Source: an optimization exercise on an open RTL-to-GDS flow (aim: small area and a short achievable clock period). Production flows keep margins and buffers that such runs may drop.
The RTL was checked by simulation tests, not by an equivalence proof against the original design.
No activity file was given, so power comes from the tool's default toggle rates.

==> design/flow/design.v <==
module flt_rank_det (
    input  wire        clk,
    input  wire        rst,
    input  wire        sync,
    input  wire        cfg_rank_en,
    input  wire [4:0]  cfg_win,
    input  wire [4:0]  cfg_k,
    input  wire        cfg_suppress,
    input  wire [15:0] cfg_settle_base,
    input  wire [4:0]  cfg_pk_log2,
    input  wire [4:0]  cfg_rms_log2,
    input  wire [3:0]  cfg_atk,
    input  wire [3:0]  cfg_dcy,
    input  wire        in_valid,
    input  wire [15:0] in_data,
    output reg         out_valid,
    output reg  [15:0] out_data,
    output reg         out_settling,
    output reg         env_valid,
    output reg  [15:0] env,
    output reg         env_ok,
    output reg         pk_valid,
    output reg  [15:0] pk,
    output reg         pk_ok,
    output reg         rms_valid,
    output reg  [15:0] rms,
    output reg         rms_ok
);
    localparam WMAX = 15;
    wire restart = rst | sync;
    wire [4:0] win_sat = (cfg_win < 5'd3) ? 5'd3 : (cfg_win > 5'd15) ? 5'd15 : cfg_win;
    wire [3:0] win_odd = win_sat[0] ? win_sat[3:0] : win_sat[3:0] - 4'd1;
    wire [4:0] k_sat   = (cfg_k < 5'd1) ? 5'd1 :
                         (cfg_k > {1'b0, win_odd}) ? {1'b0, win_odd} : cfg_k;
    wire [4:0] pk_n_sat  = (cfg_pk_log2 < 5'd4) ? 5'd4 :
                           (cfg_pk_log2 > 5'd16) ? 5'd16 : cfg_pk_log2;
    wire [4:0] rms_n_sat = (cfg_rms_log2 < 5'd4) ? 5'd4 :
                           (cfg_rms_log2 > 5'd16) ? 5'd16 : cfg_rms_log2;
    wire [16:0] settle_new = {1'b0, cfg_settle_base} +
                             (cfg_rank_en ? {13'd0, win_odd} - 17'd1 : 17'd0);
    reg        rank_en_q;
    reg [3:0]  win_q;
    reg [3:0]  k_q;
    reg        suppress_q;
    reg [16:0] settle_q;
    reg [4:0]  pk_n_q;
    reg [4:0]  rms_n_q;
    reg [3:0]  atk_q;
    reg [3:0]  dcy_q;
    always @(posedge clk) begin
        if (restart) begin
            rank_en_q  <= cfg_rank_en;
            win_q      <= win_odd;
            k_q        <= k_sat[3:0];
            suppress_q <= cfg_suppress;
            settle_q   <= settle_new;
            pk_n_q     <= pk_n_sat;
            rms_n_q    <= rms_n_sat;
            atk_q      <= cfg_atk;
            dcy_q      <= cfg_dcy;
        end
    end
    reg signed [15:0] w [0:WMAX-1];
    reg               s1_v;
    integer i, j;
    always @(posedge clk) begin
        if (restart) begin
            for (i = 0; i < WMAX; i = i + 1)
                w[i] <= 16'sd0;
            s1_v <= 1'b0;
        end else begin
            s1_v <= in_valid;
            if (in_valid) begin
                w[0] <= in_data;
                for (i = 1; i < WMAX; i = i + 1)
                    w[i] <= w[i-1];
            end
        end
    end
    reg [3:0]  rank_cnt [0:WMAX-1];
    reg [15:0] rank_sel;
    always @* begin
        rank_sel = 16'd0;
        for (i = 0; i < WMAX; i = i + 1) begin
            rank_cnt[i] = 4'd0;
            for (j = 0; j < WMAX; j = j + 1) begin
                if (j != i && j < win_q &&
                    ((w[j] < w[i]) || (w[j] == w[i] && j < i)))
                    rank_cnt[i] = rank_cnt[i] + 4'd1;
            end
            if (i < win_q && rank_cnt[i] == k_q - 4'd1)
                rank_sel = rank_sel | w[i];
        end
    end
    wire [15:0] y = rank_en_q ? rank_sel : w[0];
    reg [31:0] idx;           
    wire       settling = (idx < {15'd0, settle_q});
    reg        d_v;
    reg [15:0] d_y;
    reg [15:0] d_pos;         
    reg        d_settling;
    always @(posedge clk) begin
        if (restart) begin
            idx          <= 32'd0;
            out_valid    <= 1'b0;
            out_data     <= 16'd0;
            out_settling <= 1'b0;
            d_v          <= 1'b0;
            d_y          <= 16'd0;
            d_pos        <= 16'd0;
            d_settling   <= 1'b0;
        end else begin
            d_v <= s1_v;
            out_valid <= s1_v && !(suppress_q && settling);
            if (s1_v) begin
                idx          <= idx + 32'd1;
                out_data     <= y;
                out_settling <= settling;
                d_y          <= y;
                d_pos        <= idx[15:0];
                d_settling   <= settling;
            end
        end
    end
    wire [15:0] y_neg = -d_y;
    wire [14:0] mag   = (d_y == 16'h8000) ? 15'h7fff :
                        d_y[15] ? y_neg[14:0] : d_y[14:0];
    reg  [30:0] env_e;
    wire [30:0] mag_x   = {mag, 16'd0};
    wire        rising  = mag_x > env_e;
    wire signed [31:0] env_d = $signed({1'b0, mag_x}) - $signed({1'b0, env_e});
    wire [3:0]  env_sh  = rising ? atk_q : dcy_q;
    wire signed [31:0] env_step = env_d >>> env_sh;
    wire [31:0] env_new = {1'b0, env_e} + env_step;
    wire [31:0] env_rnd = env_new + 32'h0000_8000;
    wire [15:0] pk_mask  = (17'h1_0000 >> (5'd16 - pk_n_q)) - 17'd1;
    wire [15:0] rms_mask = (17'h1_0000 >> (5'd16 - rms_n_q)) - 17'd1;
    wire        pk_first  = (d_pos & pk_mask) == 16'd0;
    wire        pk_last   = (d_pos & pk_mask) == pk_mask;
    wire        rms_first = (d_pos & rms_mask) == 16'd0;
    wire        rms_last  = (d_pos & rms_mask) == rms_mask;
    reg  [14:0] pk_acc;
    reg         pk_blk_ok;
    wire [14:0] pk_cur = (pk_first || mag > pk_acc) ? mag : pk_acc;
    wire        pk_cur_ok = pk_first ? !d_settling : pk_blk_ok;
    reg  [45:0] sum_acc;
    reg         rms_blk_ok;
    wire [29:0] sq      = mag * mag;
    wire [45:0] sum_cur = (rms_first ? 46'd0 : sum_acc) + {16'd0, sq};
    wire        rms_cur_ok = rms_first ? !d_settling : rms_blk_ok;
    wire [47:0] sum_x4  = {sum_cur, 2'b00} >> rms_n_q;
    reg  [31:0] sq_op;
    reg  [15:0] sq_root;
    reg  [17:0] sq_rem;
    reg  [4:0]  sq_cnt;
    reg         sq_ok;
    wire [17:0] sq_rem_t = {sq_rem[15:0], sq_op[31:30]};
    wire [17:0] sq_trial = {sq_root, 2'b01};
    wire        sq_take  = sq_rem_t >= sq_trial;
    wire [15:0] sq_root_n = {sq_root[14:0], sq_take};
    wire [16:0] rms_rnd  = {1'b0, sq_root_n} + 17'd1;
    always @(posedge clk) begin
        if (restart) begin
            env_e      <= 31'd0;
            env_valid  <= 1'b0;
            env        <= 16'd0;
            env_ok     <= 1'b0;
            pk_acc     <= 15'd0;
            pk_blk_ok  <= 1'b0;
            pk_valid   <= 1'b0;
            pk         <= 16'd0;
            pk_ok      <= 1'b0;
            sum_acc    <= 46'd0;
            rms_blk_ok <= 1'b0;
            rms_valid  <= 1'b0;
            rms        <= 16'd0;
            rms_ok     <= 1'b0;
            sq_op      <= 32'd0;
            sq_root    <= 16'd0;
            sq_rem     <= 18'd0;
            sq_cnt     <= 5'd0;
            sq_ok      <= 1'b0;
        end else begin
            env_valid <= d_v;
            pk_valid  <= d_v && pk_last;
            rms_valid <= (sq_cnt == 5'd1);
            if (sq_cnt == 5'd1) begin
                rms    <= rms_rnd[16:1];
                rms_ok <= sq_ok;
            end
            if (d_v) begin
                env_e  <= env_new[30:0];
                env    <= env_rnd[31:16];
                env_ok <= !d_settling;
                pk_acc    <= pk_cur;
                pk_blk_ok <= pk_cur_ok;
                if (pk_last) begin
                    pk    <= {1'b0, pk_cur};
                    pk_ok <= pk_cur_ok;
                end
                sum_acc    <= sum_cur;
                rms_blk_ok <= rms_cur_ok;
            end
            if (d_v && rms_last) begin
                sq_op   <= sum_x4[31:0];
                sq_root <= 16'd0;
                sq_rem  <= 18'd0;
                sq_cnt  <= 5'd16;
                sq_ok   <= rms_cur_ok;
            end else if (sq_cnt != 5'd0) begin
                sq_op   <= {sq_op[29:0], 2'b00};
                sq_root <= sq_root_n;
                sq_rem  <= sq_take ? sq_rem_t - sq_trial : sq_rem_t;
                sq_cnt  <= sq_cnt - 5'd1;
            end
        end
    end
endmodule
==> design/flow/run.sh <==
#!/bin/bash
# synth_recipe.tcl (not shown) runs the flow's synth.tcl, then flattens the netlist and writes it again
# the make line also repeats each setting of config.mk as NAME=value (left out here)
make -C /OpenROAD-flow-scripts/flow DESIGN_CONFIG=/design/flow/config.mk WORK_HOME=/design/flow/orfs CLKGATE_MAP_FILE= SYNTH_SCRIPT=/design/flow/synth_recipe.tcl finish
==> design/flow/config.mk <==
export PLATFORM = sky130hd
export DESIGN_NAME = flt_rank_det
export DESIGN_NICKNAME = flt_rank_det
export VERILOG_FILES = /design/flow/design.v
export SDC_FILE = /design/flow/constraint.sdc
export NUM_CORES = 8
export LEC_CHECK = 0
export CAP_MARGIN = 20
export CORE_MARGIN = 2
export CORE_UTILIZATION = 40
export SLEW_MARGIN = 20
==> design/flow/constraint.sdc <==
create_clock -name core_clock -period 15.0 [get_ports {clk}]
set_input_delay 3.0000 -clock core_clock [delete_from_list [all_inputs] [get_ports {clk}]]
set_output_delay 3.0000 -clock core_clock [all_outputs]
set_load 0.01 [all_outputs]
==> key figures <==
Outcome
  – Status: complete, no violations

Critical path
  – WP data required: 15.73 ns
  – Crit start category: register
  – Reg2reg end: out_data[14]
  – Critical path's largest stage delay: 0.94 ns
  – CP max stage cell: mux2i_4
  – Critical Path End Type: register
  – Crit Path Class: reg2reg
  – Critical path startpoint: w[0][1]
  – Reg-to-reg slack, setup: approximately 0.9 ns
  – Most used cell, CP: ha_1
  – Critical Path Sink: out_data[14]
  – Crit Reg-Reg Startpoint: w[0][1]
  – Logic depth of the worst register-to-register path: 58
  – Worst-path maximum fanout: 16
  – CP arrival: 14.82 ns

Global route
  – Vias in the first global route: about 100000
  – Initial antenna violation count: 109
  – Global Route Usage Sum: 0.483
  – Pin count of the biggest net entering global routing: around 120
  – Global route overflow: 0
  – First-pass GRT wire length: 829000 um

Logic synthesis
  – Mapped cell area: 97700 sq um
  – Post-Syn Instances: 12088
  – Synth warnings: 3
  – Sequential share of the synthesized area: 0.121
  – Yosys reg bits: 569
  – Ys flop type: dfxtp_1
  – Post-Syn Area per Cell: 8.08 sq um
  – Count of different cell masters after synthesis: between 100 and 150
  – Number of synthesized flops with an enable pin: 44
  – Ys async rst share: 0

Routing
  – Total routed wirelength: 623000 um
  – Vias: between 100k and 150k
  – Via density: 6.80
  – Drt initial violations: 14720
  – Remaining DRCs: 0
  – Post-DRT Antenna Nets: 0
  – First-pass detailed-route iteration total: 9
  – Drt wl/cell: 39.2 um

Layout
  – Footprint of the multi-input gates: 81600 sq um
  – Nets: roughly 15000
  – Fin area: 110000 sq um
  – Sequential cell area: 11900 sq um
  – Final core occ: 0.451
  – P&R area growth vs syn: 12.2%
  – Layout Cells excl Fill: 15919
  – Layout cell share with drive strength beyond 1: 0.0855
  – Fillers: ~24000

Timing
  – Minimum clock period: 14.09 ns
  – Final count of pins violating max slew: 0
  – Worst slew pin tran: 1.34 ns
  – Clock Skews: 0.0481 ns
  – Setup TNS: 0 ns
  – Finish-stage setup viols: 0
  – Min setup slack post-route: 0.911 ns
  – Period utilisation layout: 0.939
  – Slew HR: 0.104
  – Max Freq: 71.0 MHz
  – Hold Fails Final Rpt: 0
  – RSZ-0062 raised after global routing: no

Clock tree
  – Post-CTS resize count: 0
  – Max H-tree Level: 3
  – # hold bufs at CTS: 0
  – Num CTS Buffers: 83
  – CTS root buf: clkbuf_16
  – Worst-path clk slew: 0.06 ns
  – CTS Sinks: 569
  – CTS tree: built
  – CTS Buffer Depth: 3
  – Worst-skew pair later-pin latency: 0.80 ns
  – Post-CTS Setup Inserts: 0

Floorplan
  – Initial Util: 0.402
  – Core ar.: 243000 sq um
  – Die height: 498 um
  – Rows: 181
  – I/O Pins: 138
  – Die area: 248000 sq um
  – DIE WIDTH: 498 um

Placed design
  – Placed cell area: about 110000 sq um
  – Placed cells: 15659
  – IO Port Bufs: 136
  – Post-DP HPWL: between 400000 and 500000 um
  – RD Place Congestion: about 1.1
  – Post-place setup slack: ~1.6 ns

Run
  – Total of max-cap violations: 0

Power and ir drop
  – Worst VDD drop: roughly 0.00035 V
  – Leak pwr: 51.1 nW
  – Cell Pwr Density: 118 nW/um^2

Hold path
  – HP Class: reg2reg
==> report_power, final <==
part	switching, W	internal [W]	total [W]
Combinational	0.00539	0.00357	0.00895
Clock	0.000993	0.00130	0.00229
Sequential	0.0000628	0.00159	0.00165
Total	0.00644	0.00646	0.0129
==> per-stage QoR <==
step / hold slack [ns] / total power, W
finish: 0.461 / 0.0129
floorplan: 0.420 / 0.00806
global route: 0.471 / 0.0137
detailed placement: 0.456 / 0.0104
global placement: 0.446 / 0.0102
CTS: 0.464 / 0.0127
==> final cells by class <==
class	instances	area share
Antenna cell	103	0.00235
Sequential cell	569	0.108
Clock buffer	101	0.0206
Timing Repair Buffer	707	0.0522
Multi-Input combinational cell	10330	0.744
Clock inverter	54	0.00678
Inverter	853	0.0293
Tap cell	3202	0.0365
==> per-layer routing <==
layer	vias up	track usage	part of all wire
met5	-	0	0.00051
met4	38	0.439	0.11
met3	2375	0.187	0.13
met2	7757	0.671	0.39
met1	52278	0.568	0.37
li1	45742	-	-
==> worst max-delay path, delay by kind of cell, from the launching register on <==
kind | cells | cell delay (ns)
DFF | 1 | 0.72
muxes | 3 | 1.52
AOI/OAI and AO/OA | 21 | 4.44
xor gates and xnor gates | 2 | 0.51
buffers and inverters | 2 | 0.51
adders and majority gates | 13 | 3.99
and+or+nand+nor | 17 | 2.35
==> state kept, by name, summed over array words and instances, names as in the netlist, 16 cells and up <==
name / flops
d_pos: 16
env: 16
env_e: 31
idx: 32
out_data: 16
rms: 16
settle_q: 17
sq_op: 32
sq_rem: 16
sq_root: 16
sum_acc: 46
w: 240
==> cell usage after synthesis (120+ instances only) <==
| master | n | area [sq um] |
|---|---|---|
| a211oi_1 | 181 | 1360 |
| a21o_1 | 272 | 2040 |
| a21oi_1 | 727 | 3640 |
| clkbuf_1 | 260 | 976 |
| dfxtp_1 | 525 | 10500 |
| fa_1 | 166 | 3320 |
| ha_1 | 2095 | 26200 |
| inv_1 | 840 | 3150 |
| mux2i_1 | 479 | 4790 |
| nand2_1 | 1001 | 3760 |
| nand2b_1 | 120 | 751 |
| nand3_1 | 304 | 1520 |
| nand4_1 | 317 | 1980 |
| nor2_1 | 1114 | 4180 |
| nor2b_1 | 157 | 982 |
| nor3_1 | 196 | 981 |
| o211ai_1 | 128 | 961 |
| o21ai_0 | 495 | 2480 |
| xnor2_1 | 426 | 3730 |
| xor2_1 | 205 | 1800 |
==> worst min-delay path by stage <==
stage,end,startpoint,depth (start not counted)
2_1_floorplan,out_valid,suppress_q,1
3_3_place_gp,sq_root[15],sq_root[15],2
3_5_place_dp,rms[15],rms[15],2
4_1_cts,rms[15],rms[15],2
5_1_grt,rms[15],rms[15],2
6_report,rms[15],rms[15],2
==> kinds of logic (layout without fill, tap and decap cells) <==
| family | count (synthesis) | after routing | share of synthesized area |
|---|---|---|---|
| compound gates | 2841 | 2841 | 0.196 |
| xor+xnor | 716 | 716 | 0.0748 |
| fa+ha+maj | 2261 | 2261 | 0.302 |
| buf+inv | 1201 | 1715 | 0.0472 |
| flops | 569 | 569 | 0.121 |
| mux | 573 | 573 | 0.0603 |
| other cells | 1 | 116 | 0.0000384 |
| simple gates | 3926 | 3926 | 0.198 |
==> cells in the final DEF, fill, tap and decap left out, types with 272 or more instances in the layout <==
| master | instances |
|---|---|
| ha_1 | 2095 |
| nor2_1 | 1111 |
| nand2_1 | 998 |
| inv_1 | 828 |
| a21oi_1 | 724 |
| buf_4 | 563 |
| dfxtp_1 | 512 |
| o21ai_0 | 485 |
| mux2i_1 | 472 |
| xnor2_1 | 425 |
| nand4_1 | 317 |
| nand3_1 | 303 |
| a21o_1 | 272 |

separate check: timing with driven ports:
Ports are ideal in the flow. The routed layout listed here was re-timed in OpenROAD. Step 1 assumes that a clkbuf_16 drives the clock port and a buf_2 every other input. Step 2, shift: input delay + t, output delay - t, t = (earliest + latest rising clock arrival at the registers) / 2. This alone moves slack from input paths to output paths. a / b / c = ideal / step 1 / step 2; a / b = the first two.
shift t [ns]: 0.888
setup WS [ns]: 0.911 / 0.911 / 0.911
hold slack, ns: 0.461 / 0.461 / 0.461
worst register clock-pin slew, ns: 0.08 / 0.08
cell pins on the clock port's net: 1
After both steps setup and hold are still met in this run. For this run, drivers alone change the setup slack by 0.000 ns; drivers and shift together by 0.000 ns.
